Background: an optimization exercise with open tools, aiming at small area, a short achievable clock period and few clock cycles per item. Do not read the settings as production practice. At most, simulation tests tie the RTL to the original design; equivalence was not proved. No functional check of the RTL was part of run 1.

## flow/design.v (module list and top-level ports; edited modules follow where they fit)
// module sha384: 2552 lines
module sha384 (
    input  wire         clk,
    input  wire         rst,            
    input  wire         in_valid,
    output wire         in_ready,
    input  wire [63:0]  in_data,        
    input  wire         in_first,       
    input  wire         in_last,        
    output wire [383:0] digest,         
    output reg          digest_valid
);
  // ...
==> flow/flow/run.sh <==
#!/bin/bash
set -euo pipefail
export SETUP_SLACK_MARGIN=${MARGIN:-6.5}
bash standard.sh > layout.log 2>&1
==> flow/standard.sh <==
#!/bin/bash
# synth_recipe.tcl (not shown) runs the flow's synth.tcl, then flattens the netlist and writes it again
# the make line also repeats each setting of config.mk as NAME=value (left out here)
make -C /OpenROAD-flow-scripts/flow DESIGN_CONFIG=/design/flow/config.mk WORK_HOME=/design/flow/orfs CLKGATE_MAP_FILE= SYNTH_SCRIPT=/design/flow/synth_recipe.tcl "${@:-finish}"
==> flow/config.mk <==
export PLATFORM = sky130hd
export DESIGN_NAME = sha384
export DESIGN_NICKNAME = sha384
export VERILOG_FILES = /design/flow/design.v
export SDC_FILE = /design/flow/constraint.sdc
export NUM_CORES = 8
export LEC_CHECK = 0
export CAP_MARGIN = 40
export CORE_MARGIN = 2
export CORE_UTILIZATION = 40
export SLEW_MARGIN = 40
export SYNTH_MEMORY_MAX_BITS = 16384
==> flow/constraint.sdc <==
create_clock -name core_clock -period 12.0 [get_ports {clk}]
set_input_delay 2.4000 -clock core_clock [delete_from_list [all_inputs] [get_ports {clk}]]
set_output_delay 2.4000 -clock core_clock [all_outputs]
set_load 0.01 [all_outputs]
==> PnR_summary.wiki, run 1 <==
{| class="wikitable"
! Metric !! Value
|-
| Multi-input gate share of total cell area || 45.2%
|-
| Period utilization || 48.8%
|-
| Total of flip-flops plus latches after synthesis || 2073
|-
| First-pass GRT wire length || 610000 µm
|-
| Worst Tran Pin Value || 943 ps
|-
| Post-Syn Nets || 10700
|-
| Seq/Total Area, Yosys || 43.8%
|-
| Nets || 11200
|-
| Fmax || 0.171 GHz
|-
| Filler cell count in the final layout || 21500
|-
| Syn. warnings || 3
|-
| # H-tree levels || 4
|-
| Detailed placer's ending HPWL || 340000 µm
|-
| Commonest cells in the synthesized netlist || sky130_fd_sc_hd__dfxtp_1 (2069), sky130_fd_sc_hd__nand2_1 (1047), sky130_fd_sc_hd__nor2_1 (691)
|-
| Number of buffer and inverter instances along the worst setup path || 6
|-
| Vias in the first global route || 73200
|-
| Hold Crit Start || w[12][6]
|-
| Number of buffers created by CTS || 212
|-
| Most common cell after layout, fill and taps aside || sky130_fd_sc_hd__dfxtp_1
|-
| Run status || finished clean
|-
| Most Used Layer, Global Route || met2
|-
| Buffers excl. clock || 881
|-
| Worst setup startpoint || e[56]
|-
| Kind of critical path || register to register
|-
| Uppermost metal layer occupied by signal nets || met5
|-
| Simple-gate share of the synthesized area || 11.0%
|-
| Worst setup endpoint || e[42]
|-
| Site row count || 178
|-
| Worst min-delay path class || register to register
|-
| Area of combinational cells with multiple inputs || 53500 µm²
|-
| Non-filler instance count after layout || 13500
|-
| Most frequent cells in the layout || sky130_fd_sc_hd__dfxtp_1 (1942), sky130_fd_sc_hd__nand2_1 (998), sky130_fd_sc_hd__nor2_1 (632)
|-
| P&R area growth vs syn || 24.9%
|-
| Flip-flop and latch share of the layout cell area || 35.3%
|-
| Clk sinks || 2073
|-
| Via total after detailed routing || 75700
|}
==> run 2: changes to the inputs <==
--- a/flow/design.v
+++ b/flow/design.v
@@ -23,47 +23,50 @@
     reg         run;          
     reg  [6:0]  rc;           
     reg         run_first, run_last;
     reg         q77, q78, q79;    
     wire fin = q77 | q78 | q79;   
     wire [4:0] wc_base = q78 ? 5'd0 : wc;    
     assign in_ready = !wc_base[4] && (ph == wc_base[3:0]);
     wire accept = in_valid && in_ready;
-    wire start = (ph == 4'd1) && (rc == 7'd79) && (wc != 5'd0);
+    reg  start, start_iv, start_h;
     wire abort = run && (rc <= 7'd14) && ({2'b00, wc} < rc + 7'd2);
+    wire [6:0] rc_next = start ? 7'd0 :
+                         (!run || abort || rc == 7'd79) ? 7'd79 : rc + 7'd1;
+    wire       run_next = start || (run && !abort && rc != 7'd79);
+    wire [4:0] wc_next  = wc_base + {4'd0, accept};
+    wire       ldf_next = (accept && wc_base == 5'd0) ? in_first : ld_first;
+    wire       start_next = (ph == 4'd0) && (rc_next == 7'd79) && (wc_next != 5'd0);
     wire sched = run && (rc >= 7'd14) && (rc <= 7'd77) && wc[4];
     always @(posedge clk) begin
         if (rst) begin
             ph           <= 4'd0;
             wc           <= 5'd0;
             run          <= 1'b0;
             rc           <= 7'd79;
+            start        <= 1'b0;
+            start_iv     <= 1'b0;
+            start_h      <= 1'b0;
             q77          <= 1'b0;
             q78          <= 1'b0;
             q79          <= 1'b0;
             digest_valid <= 1'b0;
         end else begin
             ph <= ph + 4'd1;
-            wc <= wc_base + {4'd0, accept};
+            wc <= wc_next;
             digest_valid <= q79 && run_last;
             q77 <= run && (rc == 7'd76);
             q78 <= q77;
             q79 <= q78;
-            if (start) begin
-                run <= 1'b1;
-                rc  <= 7'd0;
-            end else if (run) begin
-                if (abort || rc == 7'd79) begin
-                    run <= 1'b0;
-                    rc  <= 7'd79;
-                end else begin
-                    rc  <= rc + 7'd1;
-                end
-            end
+            rc       <= rc_next;
+            run      <= run_next;
+            start    <= start_next;
+            start_iv <= start_next && ldf_next;
+            start_h  <= start_next && !run_next;
         end
     end
     always @(posedge clk) begin
         if (accept && wc_base == 5'd0) begin
             ld_first <= in_first;
             ld_last  <= in_last;
         end
         if (start) begin
@@ -2523,18 +2526,18 @@
     wire xk_g6_61 = xk_g5_61 | (xk_p5_61 & xk_g5_31);
     wire xk_p6_61 = xk_p5_61 & xk_p5_31;
     wire xk_g6_62 = xk_g5_62 | (xk_p5_62 & xk_g5_31);
     wire xk_p6_62 = xk_p5_62 & xk_p5_31;
     wire xk_g6_63 = xk_g5_63 | (xk_p5_63 & xk_g5_31);
     wire xk_p6_63 = xk_p5_63 & xk_p5_31;
     wire [63:0] x_next = xk_p ^ {xk_g6_62, xk_g6_61, xk_g6_60, xk_g6_59, xk_g6_58, xk_g6_57, xk_g6_56, xk_g6_55, xk_g6_54, xk_g6_53, xk_g6_52, xk_g6_51, xk_g6_50, xk_g6_49, xk_g6_48, xk_g6_47, xk_g6_46, xk_g6_45, xk_g6_44, xk_g6_43, xk_g6_42, xk_g6_41, xk_g6_40, xk_g6_39, xk_g6_38, xk_g6_37, xk_g6_36, xk_g6_35, xk_g6_34, xk_g6_33, xk_g6_32, xk_g5_31, xk_g5_30, xk_g5_29, xk_g5_28, xk_g5_27, xk_g5_26, xk_g5_25, xk_g5_24, xk_g5_23, xk_g5_22, xk_g5_21, xk_g5_20, xk_g5_19, xk_g5_18, xk_g5_17, xk_g5_16, xk_g4_15, xk_g4_14, xk_g4_13, xk_g4_12, xk_g4_11, xk_g4_10, xk_g4_9, xk_g4_8, xk_g3_7, xk_g3_6, xk_g3_5, xk_g3_4, xk_g2_3, xk_g2_2, xk_g1_1, xk_g[0], 1'b0};
     wire init    = start;
-    wire init_iv = start && ld_first;
-    wire init_h  = start && !run;
+    wire init_iv = start_iv;      
+    wire init_h  = start_h;       
     always @(posedge clk) begin
         r[0] <= q79 ? a_rnd : r[1];
         r[1] <= r[2];
         r[2] <= r[3];
         r[3] <= sum_e;
         r[4] <= q79 ? e_rnd : r[5];
         r[5] <= r[6];
         r[6] <= r[7];
==> flow/flow/run.sh (replaced) <==
#!/bin/bash
set -euo pipefail
export SETUP_SLACK_MARGIN=${MARGIN:-6.2}
bash standard.sh > layout.log 2>&1
==> run 2 against run 1 <==
  * Sequential cell count is 67 higher
  * First-iteration DRC count is 0.87% lower
  * Largest cell class unchanged
  * Final area is 2.5% lower
  * Highest routed layer unchanged
  * Count of clock-buffer cells in the layout is 2 lower
  * Worst setup slack better by 1.1 ps
  * Routed wire length is 8.0% lower
==> PnR_summary.wiki, run 2 <==
{| class="wikitable"
! Metric !! Value
|-
| Synth Cell Area || 96000 µm²
|-
| Number of antenna violations at the first check in global routing || 24
|-
| Setup repair after global routing missed its margin || true
|-
| R2R setup slack || 6150 ps
|-
| Period utilization || 48.7% (about the same)
|-
| CP max stage delay || 550 ps
|-
| Number of placed cells counting well taps || 12600
|-
| Final Core Density || 48.5%
|-
| Slowest-stage cell, CP || sky130_fd_sc_hd__xnor2_2
|-
| Aggregate global-route resource usage || 33.1%
|-
| Total grt overflow || 0
|-
| Critical register-to-register path startpoint || a[16]
|-
| Uppermost metal layer occupied by signal nets || met5
|-
| Worst slack at placement || 4750 ps
|-
| Clock root buffer master || sky130_fd_sc_hd__clkbuf_16
|-
| Overall die area || 244000 µm²
|-
| Non-filler instance count after layout || 13100 (-2.9%)
|-
| Seq/Total Area, Yosys || 44.7% (+0.90 points)
|-
| Hold Violations, Final || 0
|-
| Worst-case setup margin in the final layout || 6150 ps
|-
| Vias in the first global route || 72500 (-0.85%)
|-
| Area contributors post-synth || sky130_fd_sc_hd__dfxtp_1 (45%), sky130_fd_sc_hd__fa_1 (12%), sky130_fd_sc_hd__xnor2_1 (6.1%), sky130_fd_sc_hd__ha_1 (5.3%), sky130_fd_sc_hd__inv_1 (3.6%)
|-
| Worst path cell trace || inv_1, xnor2_2, fa_1, inv_2, fa_1, fa_1, ha_4, a21o_1, a21oi_1, o21ai_0, o31a_1, a211oi_2, a21oi_4, a22o_1, a211o_1, and3_4, nor2_2, xor2_1, mux2_4
|-
| Most frequent cells in the layout || sky130_fd_sc_hd__dfxtp_1 (2051), sky130_fd_sc_hd__inv_1 (907), sky130_fd_sc_hd__nand2_1 (630)
|-
| Commonest cells in the synthesized netlist || sky130_fd_sc_hd__dfxtp_1 (2137), sky130_fd_sc_hd__inv_1 (920), sky130_fd_sc_hd__xnor2_1 (672)
|-
| Final standard cell area without fillers || 116000 µm²
|-
| Fmax || 0.171 GHz (about the same)
|-
| Number of flip-flops in the largest register || 1024
|-
| First DRT Iteration DRCs || 8072
|-
| Critical Path Sink Type || register
|-
| Kind of critical path || register to register
|-
| Clk_skew || 108 ps
|-
| Hold_buf cts || 0
|-
| Final critical delay including setup and external delays || 5850 ps
|-
| Chip width || 494 µm
|-
| Share of post-route cells with drive strength above 1 || 12.2%
|-
| WL per Instance || 31.6 µm
|-
| Number of max-capacitance violations reported || 0
|-
| Fraction of synthesized cell area taken by the top area cell type || 44.6%
|-
| Detailed placer's ending HPWL || 316000 µm (-7.0%)
|-
| Number of buffers created by CTS || 216 (+1.9%)
|-
| Wirelength, routed || 414000 µm
|-
| Site row count || 179 (+0.56%)
|-
| Number of flops mapped to enable cells by yosys || 3
|-
| Most frequent cell after synthesis || sky130_fd_sc_hd__dfxtp_1
|-
| Initial cell density of the core || 40.3%
|-
| Nets || 10800 (-3.6%)
|-
| Via total after detailed routing || 73300 (-3.2%)
|-
| I/O pins || 455
|-
| # H-tree levels || 4 (unchanged)
|-
| Worst min-delay path class || register to register
|-
| Critical path required time || 12760 ps
|-
| Ys async rst share || 0%
|-
| P&R area growth vs syn || 20.4%
|-
| Run status || finished clean
|-
| Most flops, register || w
|-
| Total count of max-transition violations in the final report || 0
|-
| Area of the core region || 238000 µm²
|-
| Length of routed wiring on met1 || 172000 µm
|-
| CTS tree || done
|-
| Number of nets still failing antenna checks after routing || 0
|-
| Capture point of the worst reg-to-reg path || r[0][63]
|-
| Synth area leader || sky130_fd_sc_hd__dfxtp_1
|-
| Placed cell areas || 104000 µm²
|-
| Worst skew pair latency || 910 ps
|-
| Clk sinks || 2140 (+3.2%)
|-
| Tightest hold margin || 261 ps
|-
| Final TNS setup || 0 ps
|-
| Number of port buffers || 454
|-
| Clock transition time at the flip-flop clock pins of the worst setup and hold paths || 70 ps
|-
| Total of flip-flops plus latches after synthesis || 2140 (+3.2%)
|-
| Post-Syn Nets || 10400 (-2.9%)
|-
| Tightest slew margin relative to the limit || 32.8%
|-
| Regs by FF count || w x1024, r x512
|-
| Pin count of the biggest net entering global routing || 87
|-
| Post-synthesis cell count || 9292
|-
| Syn. warnings || 3 (unchanged)
|-
| Cell variety after synth || 96
|-
| Maximum fanout encountered on the critical timing path || 4
|-
| First-pass iteration count of the detailed router || 6
|-
| Final-report setup violation count || 0
|-
| Predominant post-synthesis flop cell || sky130_fd_sc_hd__dfxtp_1
|-
| Arrival time at the worst endpoint || 6610 ps
|-
| Worst setup startpoint || a[16]
|-
| Startpoint Class || register
|-
| Worst Tran Pin Value || 1000 ps (+57.3 ps)
|-
| Post-Synthesis Mean Instance Area || 10.3 µm²
|-
| Detail-routed via count per cell || 5.58
|-
| Most common cell after layout, fill and taps aside || sky130_fd_sc_hd__dfxtp_1
|-
| Drt drc || 0
|-
| Global placer's final weighted congestion || 0.993
|-
| R2R depth || 19
|-
| Detailed-routed wire length on met3 || 35700 µm
|-
| Worst-case clock buffer depth || 3
|-
| Most frequent cell on the critical path || sky130_fd_sc_hd__fa_1
|-
| Worst setup endpoint || r[0][63]
|-
| First-pass GRT wire length || 564000 µm (-7.4%)
|-
| DIE HEIGHT || 494 µm
|-
| Met2 wirelength from detailed routing || 180000 µm
|}
==> run 2: changes by cell type in the layout (fill, tap and decap cells not counted), moves of 109 or more <==
cell and change:
sky130_fd_sc_hd__inv_1 +310, sky130_fd_sc_hd__o22a_1 +128, sky130_fd_sc_hd__nor2_1 -170, sky130_fd_sc_hd__a21oi_1 -125
sky130_fd_sc_hd__nand2_1 -368, sky130_fd_sc_hd__dfxtp_1 +109
==> run 2: cells by family after synthesis <==
family,share of synthesized area (%)
xor+xnor,7.54
compound gates,13.7
buf+inv,5.52
fa+ha+maj,17.9
simple gates,8.14
flops,44.7
mux,2.60
==> run 2: critical path: cells and delay by family, from the launching register on <==
family                   cells  cell delay (ps)
flip-flops                   1              520
AND/OR/NAND/NOR              2              280
XOR/XNOR                     2              630
multiplexers                 1              270
AO/OA/AOI/OAI                8             2070
buffers and inverters        2              240
adder cells (fa/ha/maj)      4             1710
==> run 2: metal layers <==
| metal | up-vias | track usage (%) |
|---|---|---|
| li1 | 31800 | - |
| met1 | 36800 | 44.5 |
| met2 | 3780 | 50.2 |
| met3 | 890 | 6.18 |
| met4 | 4 | 17.9 |
| met5 | - | 0 |
==> run 2: worst min path at each step <==
stage               from        to  cells past startpoint
5_1_grt          w[2][7]   w[1][7]                      0
4_1_cts          w[2][7]   w[1][7]                      0
2_1_floorplan   w[11][0]  w[10][0]                      0
3_5_place_dp    w[2][16]  w[1][16]                      0
3_3_place_gp   w[10][48]  w[9][48]                      0
6_report         w[8][3]   w[7][3]                      0
==> run 2: final cells by class <==
cell class                      count  area (µm²)
Inverter                          927        3510
Antenna cell                       20        50.0
Multi-Input combinational cell   5768       49900
Clock inverter                    120        1820
Fill cell                       21800      123000
Tap cell                         3167        3960
Clock buffer                      284        6060
Timing Repair Buffer              704        7170
Sequential cell                  2140       43000
==> run 2: timing repair <==
item                       in CTS  in global routing
cloned                         10                  6
setup buffers                  30                 70
setup endpoints to repair     387                155
pin swaps                      36                 92
gates resized for setup       216                249
Testbench counts of run 2, summed over its fixed seeds: cycles 191,696, blocks 2,396.

-- static timing again, ports no longer ideal --
No port has a modelled driver above. Below, the same layouts with a new extraction and two added sets of constraints. Step 1 sets driving cells, clkbuf_16 on the clock port and buf_2 on the other inputs (assumed; they add their load-dependent delay and slew). Step 2 times the ports against the registers' clock, not the clock port: input delays grow and output delays shrink by t, the midpoint of the rising clock arrivals with the driver on. a / b / c = ideal ports / drivers / drivers and shift; a / b = the first two.
| run | shift t [ns] | setup slack, ns | worst setup path at the end |
|---|---|---|---|
| run 1 | 0.971 | 6.149 / 6.149 / 6.149 | register to register |
| run 2 | 0.954 | 6.150 / 6.150 / 5.475 | input to register |
After both steps setup and hold are still met in every run listed. For run 2, which loses most, drivers alone change the setup slack by 0.000 ns; drivers and shift together by -0.675 ns.
